This design comes from an exercise in tuning for small area, a short achievable clock period and few clock cycles on the open sky130 flow, not from production work. Where RTL was checked, it was by simulation tests only, not by an equivalence proof against the original. Power is estimated from default activity; no workload was simulated.

==> build 30 <==
Design reel_block_tx, start of the top module:
module reel_block_tx (
  input  wire        clk,
  input  wire        rst,
  input  wire [4:0]  blk_init,
  input  wire [7:0]  seq_init,
  input  wire [39:0] in_data,
  input  wire        in_valid,
  output wire        in_ready,
  output reg  [39:0] out_data,
  output reg         out_valid,
  output reg         out_sob,
  input  wire        out_ready
);
==> module reel_block_tx, before the edit <==
module reel_block_tx (
  input  wire        clk,
  input  wire        rst,
  input  wire [4:0]  blk_init,
  input  wire [7:0]  seq_init,
  input  wire [39:0] in_data,
  input  wire        in_valid,
  output wire        in_ready,
  output reg  [39:0] out_data,
  output reg         out_valid,
  output reg         out_sob,
  input  wire        out_ready
);
  localparam [47:0] CLAPPER  = 48'hF3A6_0C59_D21E;
  localparam [57:0] SCR_INIT = 58'h2C5_9A37_E1D0_64BB;
  function [15:0] crc16_64(input [63:0] bits);
    integer i;
    reg [15:0] c;
    reg        b;
    begin
      c = 16'hFFFF;
      for (i = 63; i >= 0; i = i - 1) begin
        b = c[15] ^ bits[i];
        c  = {c[14:0], 1'b0} ^ (b ? 16'h1021 : 16'h0000);
      end
      crc16_64 = c;
    end
  endfunction
  function [97:0] scramble40(input [57:0] s_in);
    integer i;
    reg [57:0] s;
    reg [39:0] ks;
    reg        f;
    begin
      s = s_in;
      for (i = 39; i >= 0; i = i - 1) begin
        f     = s[57] ^ s[38];
        ks[i] = f;
        s     = {s[56:0], f};
      end
      scramble40 = {s, ks};
    end
  endfunction
  reg [8:0] word;       
  reg       w0;         
  reg       w1;         
  reg       wh;         
  reg       wd;         
  reg       wp;         
  reg       wl;         
  reg [4:0] blk;
  reg [7:0] seq;
  reg [15:0] crc;
  reg [3:0] fl;         
  reg       fb;         
  reg       zv;         
  wire [39:0] line;     
  reg        ir;        
  reg        go;        
  reg [39:0] sk_data;
  reg        sk_sob;
  reg        sk_v;
  assign in_ready = ir;
  wire step  = go & (~wd | in_valid);       
  wire ofree = ~out_valid | out_ready;      
  wire fb_n  = rst | (fb & (fl != 4'd0));
  wire skv_n = ~rst & ~ofree & (sk_v | step);
  wire wd_n  = ~rst & (step ? (w1 | (wd & (word != 9'd423))) : wd);
  wire go_n  = ~fb_n & ~skv_n;
  always @(posedge clk) begin
    go   <= go_n;
    ir   <= go_n & wd_n;
    sk_v <= skv_n;
    if (~sk_v) begin
      sk_data <= line;
      sk_sob  <= w0;
    end
    if (rst)
      out_valid <= 1'b0;
    else if (ofree)
      out_valid <= sk_v | step;
    if (ofree & (sk_v | step)) begin
      out_data <= sk_v ? sk_data : line;
      out_sob  <= sk_v ? sk_sob : w0;
    end
  end
  wire [39:0] hdr = w0 ? CLAPPER[47:8] : {CLAPPER[7:0], 3'b000, blk, seq, crc};
  wire [39:0] d   = wh ? hdr : in_data;
  wire [9:0] pa_hi, pa_lo, pb_hi, pb_lo;
  rs_enc2 u_rs_a (
    .clk(clk), .en(step | fb), .zv(zv), .clr(fb),
    .d_hi(d[39:30]), .d_lo(d[19:10]),
    .p_hi(pa_hi), .p_lo(pa_lo)
  );
  rs_enc2 u_rs_b (
    .clk(clk), .en(step | fb), .zv(zv), .clr(fb),
    .d_hi(d[29:20]), .d_lo(d[9:0]),
    .p_hi(pb_hi), .p_lo(pb_lo)
  );
  reg  [57:0] scr;
  wire [97:0] scr_out = scramble40(scr);
  wire [39:0] plain   = wp ? {pa_hi, pb_hi, pa_lo, pb_lo} : d;
  assign      line    = plain ^ (scr_out[39:0] & {40{~wh}});
  always @(posedge clk) begin
    crc <= crc16_64({CLAPPER, 3'b000, blk, seq});
    if (step)
      scr <= w1 ? SCR_INIT : scr_out[97:40];
    if (rst) begin
      word      <= 9'd0;
      w0        <= 1'b1;
      w1        <= 1'b0;
      wh        <= 1'b1;
      wd        <= 1'b0;
      wp        <= 1'b0;
      wl        <= 1'b0;
      blk       <= blk_init;
      seq       <= seq_init;
      fl        <= 4'd11;
      fb        <= 1'b1;
      zv        <= 1'b1;
    end else begin
      if (fb) begin
        fl <= fl - 4'd1;
        if (fl == 4'd0) begin
          fb <= 1'b0;
          zv <= 1'b0;
        end
      end
      if (step) begin
        word <= wl ? 9'd0 : word + 9'd1;
        w0   <= wl;
        w1   <= w0;
        wh   <= wl | w0;
        wd   <= w1 | (wd & (word != 9'd423));
        wp   <= (wd & (word == 9'd423)) | (wp & ~wl);
        zv   <= (wd & (word == 9'd423)) | (wp & ~wl);
        wl   <= (word == 9'd446);
        if (wl) begin
          blk <= blk + 5'd1;
          if (blk == 5'd31)
            seq <= seq + 8'd1;
        end
      end
    end
  end
endmodule
Settings: LEC_CHECK=0, CAP_MARGIN=20, CORE_MARGIN=2, CORE_UTILIZATION=58, CTS_CLUSTER_DIAMETER=120, CTS_CLUSTER_SIZE=16, SETUP_SLACK_MARGIN=4.65, SLEW_MARGIN=20; clock period 7.5 ns.
run.sh (not shown) runs the stock make flow with config.mk's settings and CLKGATE_MAP_FILE= SYNTH_SCRIPT=/design/flow/synth_recipe.tcl, a recipe that flattens the netlist after the stock synthesis.
==> trial 74: changes against build 30 <==
--- a/flow/design.v
+++ b/flow/design.v
@@ -1900,21 +1900,27 @@
   reg       fb;         
   reg       zv;         
   wire [39:0] line;     
-  reg        ir;        
-  reg        go;        
+  reg [39:0] f0;
+  reg        v0;
+  reg        ir;
+  assign in_ready = ir;
   reg [39:0] sk_data;
   reg        sk_sob;
   reg        sk_v;
-  assign in_ready = ir;
-  wire step  = go & (~wd | in_valid);       
+  wire step = ~fb & ~sk_v & (~wd | v0);    
+  wire pop  = step & wd;
+  wire push = in_valid & ir;
   wire ofree = ~out_valid | out_ready;      
   wire fb_n  = rst | (fb & (fl != 4'd0));
   wire skv_n = ~rst & ~ofree & (sk_v | step);
+  wire v0_n  = ~rst & (push | (v0 & ~pop));
   wire wd_n  = ~rst & (step ? (w1 | (wd & (word != 9'd423))) : wd);
-  wire go_n  = ~fb_n & ~skv_n;
+  wire st_n  = ~fb_n & ~skv_n & (~wd_n | v0_n);
   always @(posedge clk) begin
-    go   <= go_n;
-    ir   <= go_n & wd_n;
+    v0 <= v0_n;
+    ir <= ~v0_n | (st_n & wd_n);
+    if (ir)
+      f0 <= in_data;
     sk_v <= skv_n;
     if (~sk_v) begin
       sk_data <= line;
@@ -1930,7 +1936,7 @@
     end
   end
   wire [39:0] hdr = w0 ? CLAPPER[47:8] : {CLAPPER[7:0], 3'b000, blk, seq, crc};
-  wire [39:0] d   = wh ? hdr : in_data;
+  wire [39:0] d   = wh ? hdr : f0;
   wire [9:0] pa_hi, pa_lo, pb_hi, pb_lo;
   rs_enc2 u_rs_a (
     .clk(clk), .en(step | fb), .zv(zv), .clr(fb),
--- a/flow/config.mk
+++ b/flow/config.mk
@@ -7,8 +7,7 @@
 export LEC_CHECK = 0
 export CAP_MARGIN = 20
 export CORE_MARGIN = 2
-export CORE_UTILIZATION = 58
-export CTS_CLUSTER_DIAMETER = 120
-export CTS_CLUSTER_SIZE = 16
-export SETUP_SLACK_MARGIN = 4.65
+export CORE_UTILIZATION = 40
+export CTS_CLUSTER_SIZE = 30
+export SETUP_SLACK_MARGIN = 4.5
 export SLEW_MARGIN = 20
==> build 97: changes against build 30 <==
--- a/flow/design.v
+++ b/flow/design.v
@@ -1895,7 +1895,7 @@
   reg       wl;         
   reg [4:0] blk;
   reg [7:0] seq;
-  reg [15:0] crc;
+  wire [15:0] crc = crc16_64({CLAPPER, 3'b000, blk, seq});
   reg [3:0] fl;         
   reg       fb;         
   reg       zv;         
@@ -1947,7 +1947,6 @@
   wire [39:0] plain   = wp ? {pa_hi, pb_hi, pa_lo, pb_lo} : d;
   assign      line    = plain ^ (scr_out[39:0] & {40{~wh}});
   always @(posedge clk) begin
-    crc <= crc16_64({CLAPPER, 3'b000, blk, seq});
     if (step)
       scr <= w1 ? SCR_INIT : scr_out[97:40];
     if (rst) begin
--- a/flow/config.mk
+++ b/flow/config.mk
@@ -7,8 +7,8 @@
 export LEC_CHECK = 0
 export CAP_MARGIN = 20
 export CORE_MARGIN = 2
-export CORE_UTILIZATION = 58
+export CORE_UTILIZATION = 50
 export CTS_CLUSTER_DIAMETER = 120
 export CTS_CLUSTER_SIZE = 16
-export SETUP_SLACK_MARGIN = 4.65
+export SETUP_SLACK_MARGIN = 4.7
 export SLEW_MARGIN = 20
==> qor summary <==
| metric | trial 74 | build 30 | build 97 |
|---|---|---|---|
| Uppermost signal routing layer after detailed routing | met4 | met4 | met5 |
| Result of the run | complete, no violations | complete, no violations | complete, no violations |
| Die extent in x | 432.6 um | 356.3 um | 379.9 um |
| PwrDens | 329.8 nW/um^2 | 315.3 nW/um^2 | 311.1 nW/um^2 |
| Final worst clock skew | 0.08555 ns | 0.03712 ns | 0.04102 ns |
| Count of inverters other than clock inverters in the layout | 21 | 16 | 15 |
| Worst rel slew slack | 16.14% | 18.77% | 12.16% |
| Nonclk buf count | 455 | 535 | 625 |
| Clock buffers | 180 | 106 | 106 |
| Crit share post-route | 41.88% | 40.33% | 39.51% |
| Source-to-sink clock delay at the later pin of the worst-skew pair | 0.84 ns | 0.75 ns | 0.74 ns |
| Post-placement setup slack | 3.347 ns | 3.017 ns | 3.355 ns |
| Number of distinct library cells after synthesis | 61 | 54 | 52 |
| Most frequent cell on the critical path | sky130_fd_sc_hd__buf_4 | sky130_fd_sc_hd__buf_6 | - |
| Fill cell count | 16380 | 9234 | 11320 |
| Power attributed to the clock group | 0.00720 W | 0.00448 W | 0.00447 W |
| Capturing instance or port of the critical path | u_rs_a.q[462] | u_rs_a.q[452] | u_rs_b.q[38] |
| Largest net degree at the start of global routing | 157 | 92 | 117 |
| Share of power burned in the clock network | 25.1% | 17.0% | 16.9% |
| Routed vias/inst | 5.537 | 6.158 | 5.899 |
| Gate count after technology mapping | 5621 | 5550 | 5550 |
| Portion of the layout cell area used by clock cells | 5.422% | 2.719% | 2.625% |
| H-tree levels | 4 | 3 | 3 |
| M3 GR Usage | 8.526% | 9.309% | 8.492% |
Testbench counts of build 30, summed over its fixed seeds: cycles 21,608.
No functional check of the RTL was part of trial 74 and build 97.

========
==> delta: inputs <==
reel_block_tx, a different RTL version from the one above (not shown whole).
// reel_block_tx
module reel_block_tx (
  input  wire        clk,
  input  wire        rst,
  input  wire [4:0]  blk_init,
  input  wire [7:0]  seq_init,
  input  wire [39:0] in_data,
  input  wire        in_valid,
  output wire        in_ready,
  output reg  [39:0] out_data,
  output reg         out_valid,
  output reg         out_sob,
  input  wire        out_ready
);
==> module reel_block_tx, before the edit <==
module reel_block_tx (
  input  wire        clk,
  input  wire        rst,
  input  wire [4:0]  blk_init,
  input  wire [7:0]  seq_init,
  input  wire [39:0] in_data,
  input  wire        in_valid,
  output wire        in_ready,
  output reg  [39:0] out_data,
  output reg         out_valid,
  output reg         out_sob,
  input  wire        out_ready
);
  localparam [47:0] CLAPPER  = 48'hF3A6_0C59_D21E;
  localparam [57:0] SCR_INIT = 58'h2C5_9A37_E1D0_64BB;
  function [15:0] crc16_64(input [63:0] bits);
    integer i;
    reg [15:0] c;
    reg        b;
    begin
      c = 16'hFFFF;
      for (i = 63; i >= 0; i = i - 1) begin
        b = c[15] ^ bits[i];
        c  = {c[14:0], 1'b0} ^ (b ? 16'h1021 : 16'h0000);
      end
      crc16_64 = c;
    end
  endfunction
  function [97:0] scramble40(input [57:0] s_in);
    integer i;
    reg [57:0] s;
    reg [39:0] ks;
    reg        f;
    begin
      s = s_in;
      for (i = 39; i >= 0; i = i - 1) begin
        f     = s[57] ^ s[38];
        ks[i] = f;
        s     = {s[56:0], f};
      end
      scramble40 = {s, ks};
    end
  endfunction
  reg [8:0] word;       
  reg       w0;         
  reg       w1;         
  reg       wh;         
  reg       wd;         
  reg       wp;         
  reg       wl;         
  reg [4:0] blk;
  reg [7:0] seq;
  reg [15:0] crc;
  reg [3:0] fl;         
  reg       fb;         
  reg       zv;         
  reg [39:0] f0, f1;    
  reg        v0, v1;
  assign in_ready = ~v1;
  wire adv  = ~out_valid | out_ready;
  wire step = adv & ~fb & (~wd | v0);
  wire pop  = step & wd;
  wire push = in_valid & ~v1;
  always @(posedge clk) begin
    if (rst) begin
      v0 <= 1'b0;
      v1 <= 1'b0;
    end else begin
      case ({push, pop})
        2'b01: begin v0 <= v1; v1 <= 1'b0; end
        2'b10: begin v0 <= 1'b1; v1 <= v0; end
        default: ;
      endcase
    end
    if (pop | ~v0)
      f0 <= v1 ? f1 : in_data;
    if (~v1)
      f1 <= in_data;
  end
  wire [39:0] hdr = w0 ? CLAPPER[47:8] : {CLAPPER[7:0], 3'b000, blk, seq, crc};
  wire [39:0] d   = wh ? hdr : f0;
  wire [9:0] pa_hi, pa_lo, pb_hi, pb_lo;
  rs_enc2 u_rs_a (
    .clk(clk), .en(step | fb), .zv(zv), .clr(fb),
    .d_hi(d[39:30]), .d_lo(d[19:10]),
    .p_hi(pa_hi), .p_lo(pa_lo)
  );
  rs_enc2 u_rs_b (
    .clk(clk), .en(step | fb), .zv(zv), .clr(fb),
    .d_hi(d[29:20]), .d_lo(d[9:0]),
    .p_hi(pb_hi), .p_lo(pb_lo)
  );
  reg  [57:0] scr;
  wire [97:0] scr_out = scramble40(scr);
  wire [39:0] plain   = wp ? {pa_hi, pb_hi, pa_lo, pb_lo} : d;
  wire [39:0] line    = plain ^ (scr_out[39:0] & {40{~wh}});
  always @(posedge clk) begin
    crc <= crc16_64({CLAPPER, 3'b000, blk, seq});
    if (step)
      scr <= w1 ? SCR_INIT : scr_out[97:40];
    if (rst) begin
      word      <= 9'd0;
      w0        <= 1'b1;
      w1        <= 1'b0;
      wh        <= 1'b1;
      wd        <= 1'b0;
      wp        <= 1'b0;
      wl        <= 1'b0;
      blk       <= blk_init;
      seq       <= seq_init;
      fl        <= 4'd11;
      fb        <= 1'b1;
      zv        <= 1'b1;
      out_valid <= 1'b0;
    end else begin
      if (fb) begin
        fl <= fl - 4'd1;
        if (fl == 4'd0) begin
          fb <= 1'b0;
          zv <= 1'b0;
        end
      end
      if (adv)
        out_valid <= step;
      if (step) begin
        word <= wl ? 9'd0 : word + 9'd1;
        w0   <= wl;
        w1   <= w0;
        wh   <= wl | w0;
        wd   <= w1 | (wd & (word != 9'd423));
        wp   <= (wd & (word == 9'd423)) | (wp & ~wl);
        zv   <= (wd & (word == 9'd423)) | (wp & ~wl);
        wl   <= (word == 9'd446);
        if (wl) begin
          blk <= blk + 5'd1;
          if (blk == 5'd31)
            seq <= seq + 8'd1;
        end
      end
    end
    if (step) begin
      out_data <= line;
      out_sob  <= w0;
    end
  end
endmodule
Settings: LEC_CHECK=0, CAP_MARGIN=20, CORE_MARGIN=2, CORE_UTILIZATION=40, SETUP_SLACK_MARGIN=3.5, SLEW_MARGIN=20; clock period 7.5 ns.
==> inputs of cedar, as changes to delta <==
--- a/flow/design.v
+++ b/flow/design.v
@@ -1901,27 +1901,34 @@
   reg       zv;         
-  reg [39:0] f0, f1;    
-  reg        v0, v1;
-  assign in_ready = ~v1;
-  wire adv  = ~out_valid | out_ready;
-  wire step = adv & ~fb & (~wd | v0);
-  wire pop  = step & wd;
-  wire push = in_valid & ~v1;
+  wire [39:0] line;     
+  reg        ir;        
+  reg        go;        
+  reg [39:0] sk_data;
+  reg        sk_sob;
+  reg        sk_v;
+  assign in_ready = ir;
+  wire step  = go & (~wd | in_valid);       
+  wire ofree = ~out_valid | out_ready;      
+  wire fb_n  = rst | (fb & (fl != 4'd0));
+  wire skv_n = ~rst & ~ofree & (sk_v | step);
+  wire wd_n  = ~rst & (step ? (w1 | (wd & (word != 9'd423))) : wd);
+  wire go_n  = ~fb_n & ~skv_n;
   always @(posedge clk) begin
-    if (rst) begin
-      v0 <= 1'b0;
-      v1 <= 1'b0;
-    end else begin
-      case ({push, pop})
-        2'b01: begin v0 <= v1; v1 <= 1'b0; end
-        2'b10: begin v0 <= 1'b1; v1 <= v0; end
-        default: ;
-      endcase
+    go   <= go_n;
+    ir   <= go_n & wd_n;
+    sk_v <= skv_n;
+    if (~sk_v) begin
+      sk_data <= line;
+      sk_sob  <= w0;
+    end
+    if (rst)
+      out_valid <= 1'b0;
+    else if (ofree)
+      out_valid <= sk_v | step;
+    if (ofree & (sk_v | step)) begin
+      out_data <= sk_v ? sk_data : line;
+      out_sob  <= sk_v ? sk_sob : w0;
     end
-    if (pop | ~v0)
-      f0 <= v1 ? f1 : in_data;
-    if (~v1)
-      f1 <= in_data;
   end
   wire [39:0] hdr = w0 ? CLAPPER[47:8] : {CLAPPER[7:0], 3'b000, blk, seq, crc};
-  wire [39:0] d   = wh ? hdr : f0;
+  wire [39:0] d   = wh ? hdr : in_data;
   wire [9:0] pa_hi, pa_lo, pb_hi, pb_lo;
@@ -1940,3 +1947,3 @@
   wire [39:0] plain   = wp ? {pa_hi, pb_hi, pa_lo, pb_lo} : d;
-  wire [39:0] line    = plain ^ (scr_out[39:0] & {40{~wh}});
+  assign      line    = plain ^ (scr_out[39:0] & {40{~wh}});
   always @(posedge clk) begin
@@ -1958,3 +1965,2 @@
       zv        <= 1'b1;
-      out_valid <= 1'b0;
     end else begin
@@ -1967,4 +1973,2 @@
       end
-      if (adv)
-        out_valid <= step;
       if (step) begin
@@ -1985,6 +1989,2 @@
     end
-    if (step) begin
-      out_data <= line;
-      out_sob  <= w0;
-    end
   end
--- a/flow/config.mk
+++ b/flow/config.mk
@@ -9,4 +9,7 @@
 export CORE_MARGIN = 2
-export CORE_UTILIZATION = 40
-export SETUP_SLACK_MARGIN = 3.5
+export CORE_UTILIZATION = 60
+export CTS_BUF_LIST = sky130_fd_sc_hd__clkbuf_8
+export CTS_CLUSTER_DIAMETER = 100
+export CTS_CLUSTER_SIZE = 12
+export SETUP_SLACK_MARGIN = 4.7
 export SLEW_MARGIN = 20
==> inputs of violet, as changes to delta <==
--- a/flow/design.v
+++ b/flow/design.v
@@ -1901,27 +1901,34 @@
   reg       zv;         
-  reg [39:0] f0, f1;    
-  reg        v0, v1;
-  assign in_ready = ~v1;
-  wire adv  = ~out_valid | out_ready;
-  wire step = adv & ~fb & (~wd | v0);
-  wire pop  = step & wd;
-  wire push = in_valid & ~v1;
+  wire [39:0] line;     
+  reg        ir;        
+  reg        go;        
+  reg [39:0] sk_data;
+  reg        sk_sob;
+  reg        sk_v;
+  assign in_ready = ir;
+  wire step  = go & (~wd | in_valid);       
+  wire ofree = ~out_valid | out_ready;      
+  wire fb_n  = rst | (fb & (fl != 4'd0));
+  wire skv_n = ~rst & ~ofree & (sk_v | step);
+  wire wd_n  = ~rst & (step ? (w1 | (wd & (word != 9'd423))) : wd);
+  wire go_n  = ~fb_n & ~skv_n;
   always @(posedge clk) begin
-    if (rst) begin
-      v0 <= 1'b0;
-      v1 <= 1'b0;
-    end else begin
-      case ({push, pop})
-        2'b01: begin v0 <= v1; v1 <= 1'b0; end
-        2'b10: begin v0 <= 1'b1; v1 <= v0; end
-        default: ;
-      endcase
+    go   <= go_n;
+    ir   <= go_n & wd_n;
+    sk_v <= skv_n;
+    if (~sk_v) begin
+      sk_data <= line;
+      sk_sob  <= w0;
+    end
+    if (rst)
+      out_valid <= 1'b0;
+    else if (ofree)
+      out_valid <= sk_v | step;
+    if (ofree & (sk_v | step)) begin
+      out_data <= sk_v ? sk_data : line;
+      out_sob  <= sk_v ? sk_sob : w0;
     end
-    if (pop | ~v0)
-      f0 <= v1 ? f1 : in_data;
-    if (~v1)
-      f1 <= in_data;
   end
   wire [39:0] hdr = w0 ? CLAPPER[47:8] : {CLAPPER[7:0], 3'b000, blk, seq, crc};
-  wire [39:0] d   = wh ? hdr : f0;
+  wire [39:0] d   = wh ? hdr : in_data;
   wire [9:0] pa_hi, pa_lo, pb_hi, pb_lo;
@@ -1940,3 +1947,3 @@
   wire [39:0] plain   = wp ? {pa_hi, pb_hi, pa_lo, pb_lo} : d;
-  wire [39:0] line    = plain ^ (scr_out[39:0] & {40{~wh}});
+  assign      line    = plain ^ (scr_out[39:0] & {40{~wh}});
   always @(posedge clk) begin
@@ -1958,3 +1965,2 @@
       zv        <= 1'b1;
-      out_valid <= 1'b0;
     end else begin
@@ -1967,4 +1973,2 @@
       end
-      if (adv)
-        out_valid <= step;
       if (step) begin
@@ -1985,6 +1989,2 @@
     end
-    if (step) begin
-      out_data <= line;
-      out_sob  <= w0;
-    end
   end
--- a/flow/config.mk
+++ b/flow/config.mk
@@ -9,4 +9,6 @@
 export CORE_MARGIN = 2
-export CORE_UTILIZATION = 40
-export SETUP_SLACK_MARGIN = 3.5
+export CORE_UTILIZATION = 50
+export CTS_CLUSTER_DIAMETER = 120
+export CTS_CLUSTER_SIZE = 16
+export SETUP_SLACK_MARGIN = 4.7
 export SLEW_MARGIN = 20
==> results.env <==
WORST_PATH_LARGEST_CELL_DELAY_NS=0.83
POWERDENSITY_mW_PER_MM2=335.8
DETAILROUTE.WIRELENGTH.MET2_UM=124400
LARGEST_NET_DEGREE_AT_THE_START_OF_GLOBAL_ROUTING=141
SYN-CELL-AREA_MM2=0.07310
GLOBALROUTEMET3UTIL=0.08115
OUTCOME='complete, no violations'
SETUP_WS_NS=3.375
MULTIINPUTGATEAREA_MM2=0.03757
MAX_SLEW.WORST_PIN.SLEW_NS=1.330
CTS_INSERTED_BUFFERS=145
TAP-CELL-COUNT=2370
(the above is from delta)
==> results.env <==
GLOBALROUTEMET3UTIL=0.1130
LARGEST_NET_DEGREE_AT_THE_START_OF_GLOBAL_ROUTING=131
MAX_SLEW.WORST_PIN.SLEW_NS=1.171
POWERDENSITY_mW_PER_MM2=306.7
DETAILROUTE.WIRELENGTH.MET2_UM=126900
CTS_INSERTED_BUFFERS=106
MULTIINPUTGATEAREA_MM2=0.04049
WORST_PATH_LARGEST_CELL_DELAY_NS=0.45
SETUP_WS_NS=4.490
TAP-CELL-COUNT=1612
OUTCOME='complete, no violations'
PLACEABLECOREAREA_MM2=0.1195
(the above is from cedar)
==> results.env <==
TAP-CELL-COUNT=1903
LARGEST_NET_DEGREE_AT_THE_START_OF_GLOBAL_ROUTING=81
WORST_PATH_LARGEST_CELL_DELAY_NS=0.76
YOSYSWARNINGCOUNT=2
GLOBALROUTEMET3UTIL=0.06721
SETUP_WS_NS=4.573
INITIAL_UTIL=0.5023
SYN-CELL-AREA_MM2=0.07198
POWERDENSITY_mW_PER_MM2=313.8
MULTIINPUTGATEAREA_MM2=0.04019
OUTCOME='complete, no violations'
MAX_SLEW.WORST_PIN.SLEW_NS=1.158
CTS_INSERTED_BUFFERS=82
NETLIST_TOP_CELLS_AREA='sky130_fd_sc_hd__edfxtp_1 (45%), sky130_fd_sc_hd__xnor2_1 (32%), sky130_fd_sc_hd__xor2_1 (10%)'
TOP_POWER_GROUP='registers'
CLOCKBUFFERCOUNT=100
(the above is from violet)
Testbench counts of delta, summed over its fixed seeds: cycles 21,608.
Testbench counts of cedar, summed over its fixed seeds: cycles 21,608.
Testbench counts of violet, summed over its fixed seeds: cycles 21,608.

[what the ideal ports hide]
Ports are ideal in the flow. The routed layouts listed here were re-timed in OpenROAD. Step 1, drivers: a clkbuf_16 drives clk and a buf_2 each remaining input, both assumed. Step 2, shift: input delay + t, output delay - t, t = (earliest + latest rising clock arrival at the registers) / 2. This alone moves slack from input paths to output paths. a / b / c = no drivers / after step 1 / after step 2; a / b = the first two.
run	t (ns)	slack for setup (ns)	worst setup path at the end	worst slew at a driven data input, ns	cell pins on the clock port's net
build 30	0.813	4.475 / 4.475 / 3.839	input to register	0.07	1
trial 74	0.888	4.359 / 4.359 / 3.831	input to register	0.07	1
build 97	0.800	4.537 / 4.537 / 3.960	input to register	0.08	1
delta	0.872	3.375 / 3.375 / 2.788	input to register	0.07	1
cedar	0.960	4.490 / 4.407 / 3.793	input to register	0.04	1
violet	0.829	4.572 / 4.540 / 3.904	input to register	0.04	1
After both steps setup and hold are still met in every run listed. The setup slack of cedar, which loses most, moves by -0.083 ns with the drivers and by -0.697 ns with both steps.
